This is an optimization exercise on Yosys and OpenROAD, whose aim is small area, a short achievable clock period and few clock cycles per item, not a production implementation. Where RTL was checked, it was by simulation tests only, not by an equivalence proof against the original. Power and IR drop assume default switching activity.

==> flow/design.v (excerpt) <==
module lath_eval (
    input  wire        clk,
    input  wire        rst,
    input  wire [31:0] origin_x,       
    input  wire [31:0] origin_y,       
    input  wire [31:0] pitch_x,        
    input  wire [31:0] pitch_y,        
    input  wire [31:0] lath_pitch,     
    input  wire [31:0] phase_offset,   
    input  wire [15:0] slant_num,      
    input  wire [15:0] slant_den,      
    input  wire        in_valid,
    output wire        in_ready,
    input  wire [13:0] px,
    input  wire [12:0] py,
    input  wire [1:0]  stripe,
    input  wire [15:0] corr,           
    output reg         out_valid,
    output wire [6:0]  v,
    output reg  [31:0] m,
    output reg  [15:0] corr_o,
    output wire [47:0] xo,             
    output wire [47:0] yo              
);
    reg [31:0] lp_r;
    reg [34:0] pol_r;                  
    reg [15:0] den_r;
    reg [29:0] ox_r, oy_r;
    reg [18:0] ptx_r, pty_r;
    wire [34:0] pol_s;
    wire        pol_co;
    add_sk #(35) u_pol (.a({3'b0, phase_offset}), .b({1'b0, lp_r, 2'b00}), .cin(1'b0), .s(pol_s), .co(pol_co));
    always @(posedge clk) begin
        lp_r  <= lath_pitch;
  ...
==> flow/config.mk <==
export PLATFORM = sky130hd
export DESIGN_NAME = lath_eval
export DESIGN_NICKNAME = lath_eval
export VERILOG_FILES = /design/flow/design.v
export SDC_FILE = /design/flow/constraint.sdc
export NUM_CORES = 4
export LEC_CHECK = 0
export ABC_AREA = 1
export CAP_MARGIN = 20
export CORE_MARGIN = 2
export CORE_UTILIZATION = 60
export PLACE_DENSITY = 0.75
export SLEW_MARGIN = 20
==> flow/constraint.sdc <==
create_clock -name core_clock -period 11.0 [get_ports {clk}]
set_input_delay 2.2000 -clock core_clock [delete_from_list [all_inputs] [get_ports {clk}]]
set_output_delay 2.2000 -clock core_clock [all_outputs]
set_load 0.01 [all_outputs]
run.sh (not shown) runs the stock make flow with config.mk's settings and CLKGATE_MAP_FILE= SYNTH_SCRIPT=/design/flow/synth_recipe.tcl, a recipe that flattens the netlist after the stock synthesis.
Next try:
--- a/flow/design.v
+++ b/flow/design.v
@@ -19,31 +19,25 @@
     output wire [6:0]  v,
     output reg  [31:0] m,
     output reg  [15:0] corr_o,
     output wire [47:0] xo,             
     output wire [47:0] yo              
 );
     reg [31:0] lp_r;
     reg [34:0] pol_r;                  
     reg [15:0] den_r;
-    reg [29:0] ox_r, oy_r;
-    reg [18:0] ptx_r, pty_r;
     wire [34:0] pol_s;
     wire        pol_co;
     add_sk #(35) u_pol (.a({3'b0, phase_offset}), .b({1'b0, lp_r, 2'b00}), .cin(1'b0), .s(pol_s), .co(pol_co));
     always @(posedge clk) begin
         lp_r  <= lath_pitch;
         pol_r <= pol_s;
         den_r <= slant_den;
-        ox_r  <= origin_x[29:0];
-        oy_r  <= origin_y[29:0];
-        ptx_r <= pitch_x[18:0];
-        pty_r <= pitch_y[18:0];
     end
     reg  lnz;                          
     always @(posedge clk) lnz <= |lath_pitch;
     reg        a_free;
     reg        f_prei, f_pre, f_pk, f_pka, f_pkw, f_kml, f_h0, f_h, f_p, f_c, f_done;
     reg [5:0]  a_cnt;
     reg        a_last;                 
     reg        pvalid;                 
     reg        yk;                     
@@ -122,19 +116,19 @@
     add_sk #(46) u_acc (.a(ax[46:1]), .b(ay[46:1]), .cin(ak1), .s(ahi), .co(a_co));
     wire [46:0] asum = {ahi, as0};
     wire [15:0] nsn  = ~slant_num + 16'd1;             
     wire        nsg  = ~slant_num[15] & (|slant_num);  
     reg [31:0] br;                     
     reg [21:0] bq;                     
     reg [11:0] pxb;
     reg [11:0] pyb;
     reg [7:0]  vq;
-    reg [39:0] xacc, yacc;
+    reg [38:0] xacc, yacc;             
     reg [31:0] m_r;
     reg [15:0] corr_r;
     wire [33:0] bt  = {br, bq[21:20]};
     wire [34:0] bs1, bs2, bs3;
     wire        bc1, bc2, bc3;
     add_sk #(35) u_bs1 (.a({1'b0, bt}), .b(~{3'b0, lp_r}), .cin(1'b1), .s(bs1), .co(bc1));
     add_sk #(35) u_bs2 (.a({1'b0, bt}), .b(~{2'b0, lp_r, 1'b0}), .cin(1'b1), .s(bs2), .co(bc2));
     wire [34:0] b3x = {1'b0, bt};
     wire [34:0] b3y = ~{3'b0, lp_r};
@@ -142,30 +136,30 @@
     wire [34:0] b3s = b3x ^ b3y ^ b3z;
     wire [34:0] b3c = {(b3x[33:0] & b3y[33:0]) | (b3x[33:0] & b3z[33:0]) | (b3y[33:0] & b3z[33:0]), 1'b1};
     add_sk #(35) u_bs3 (.a(b3s), .b(b3c), .cin(1'b1), .s(bs3), .co(bc3));
     wire        g3  = ~bs3[34];
     wire        g2  = ~bs2[34];
     wire        g1  = ~bs1[34];
     wire [31:0] b_next = g3 ? bs3[31:0] : (g2 ? bs2[31:0] : (g1 ? bs1[31:0] : bt[31:0]));
     wire        qh  = g2;
     wire        ql  = g3 | (g1 & ~g2);
-    wire [39:0] xx   = ({40{o_dbl}} & {xacc[38:0], 1'b0}) | ({40{o_pass}} & xacc)
-                     | ({40{o_x2}} & {20'd0, ptx_r, 1'b0});
-    wire [39:0] yx   = ({40{o_dbl}} & {yacc[38:0], 1'b0}) | ({40{o_pass}} & yacc);
-    wire [39:0] xy   = ({40{o_org}} & {{10{ox_r[29]}}, ox_r}) | ({40{o_xadd}} & {21'd0, ptx_r});
-    wire [39:0] yy   = ({40{o_org}} & {{10{oy_r[29]}}, oy_r}) | ({40{o_yadd}} & {21'd0, pty_r});
-    wire [39:0] xsum, ysum;
+    wire [38:0] xx   = ({39{o_dbl}} & {xacc[37:0], 1'b0}) | ({39{o_pass}} & xacc)
+                     | ({39{o_x2}} & {19'd0, pitch_x[18:0], 1'b0});
+    wire [38:0] yx   = ({39{o_dbl}} & {yacc[37:0], 1'b0}) | ({39{o_pass}} & yacc);
+    wire [38:0] xy   = ({39{o_org}} & {9'd0, ~origin_x[29], origin_x[28:0]}) | ({39{o_xadd}} & {20'd0, pitch_x[18:0]});
+    wire [38:0] yy   = ({39{o_org}} & {9'd0, ~origin_y[29], origin_y[28:0]}) | ({39{o_yadd}} & {20'd0, pitch_y[18:0]});
+    wire [38:0] xsum, ysum;
     wire        x_co, y_co;
-    add_sk #(40) u_xo (.a(xx), .b(xy), .cin(1'b0), .s(xsum), .co(x_co));
-    add_sk #(40) u_yo (.a(yx), .b(yy), .cin(1'b0), .s(ysum), .co(y_co));
+    add_sk #(39) u_xo (.a(xx), .b(xy), .cin(1'b0), .s(xsum), .co(x_co));
+    add_sk #(39) u_yo (.a(yx), .b(yy), .cin(1'b0), .s(ysum), .co(y_co));
     assign v  = vq[7:1];
-    assign xo = {{8{xacc[39]}}, xacc};
-    assign yo = {{8{yacc[39]}}, yacc};
+    assign xo = {{10{~xacc[38]}}, xacc[37:0]};     
+    assign yo = {{10{~yacc[38]}}, yacc[37:0]};
     always @(*) begin
         m      = m_r;
         corr_o = corr_r;
     end
     always @(posedge clk) begin
         if (b_any) begin
             br <= {7'd0, asum[46:22]};
             bq <= asum[21:0];
         end else begin
The changed run completed with no timing, DRC or antenna violations.
Total power drops by 13%.
Routed wire length drops by about 4%.
Count of clock-buffer cells in the layout drops by 12.
Hold slack stays flat.
Sequential power drops by 15%.
Synthesized area drops by about 3.6%.
Cell area drops by 5.6%.
Non-clock buffer count climbs by 3.
Global-route usage climbs by 0.33 points.
Combinational power drops by 8.6%.
Testbench counts after the change, summed over its fixed seeds: cycles 26,880, items 1,536.
Only the layout flow was run in the first run of this note; the RTL was not checked for function there.

==> static timing again, ports no longer ideal <==
How much do the figures lean on ideal ports? The routed layouts below were timed once more, with nothing changed but the port constraints.
Step 1 sets driving cells, clkbuf_16 on the clock port and buf_2 on the other inputs (assumed; they add their load-dependent delay and slew).
Step 2, shift: input delay + t, output delay - t, t = (earliest + latest rising clock arrival at the registers) / 2. This alone moves slack from input paths to output paths.
Three values: no drivers, after step 1, after step 2; two values: the first two.
run	shift t [ns]	setup WS [ns]	hold WS [ns]	worst setup path at the end	clock arrival spread, ns
the first run	0.674	6.318 / 6.346 / 5.674	0.431 / 0.431 / 0.431	input to register	0.030 / 0.030
the second run	0.697	6.190 / 6.216 / 5.519	0.433 / 0.433 / 0.433	input to register	0.037 / 0.037
After both steps setup and hold are still met in every run listed. The setup slack of the second run, which loses most, moves by +0.026 ns with the drivers and by -0.671 ns with both steps.
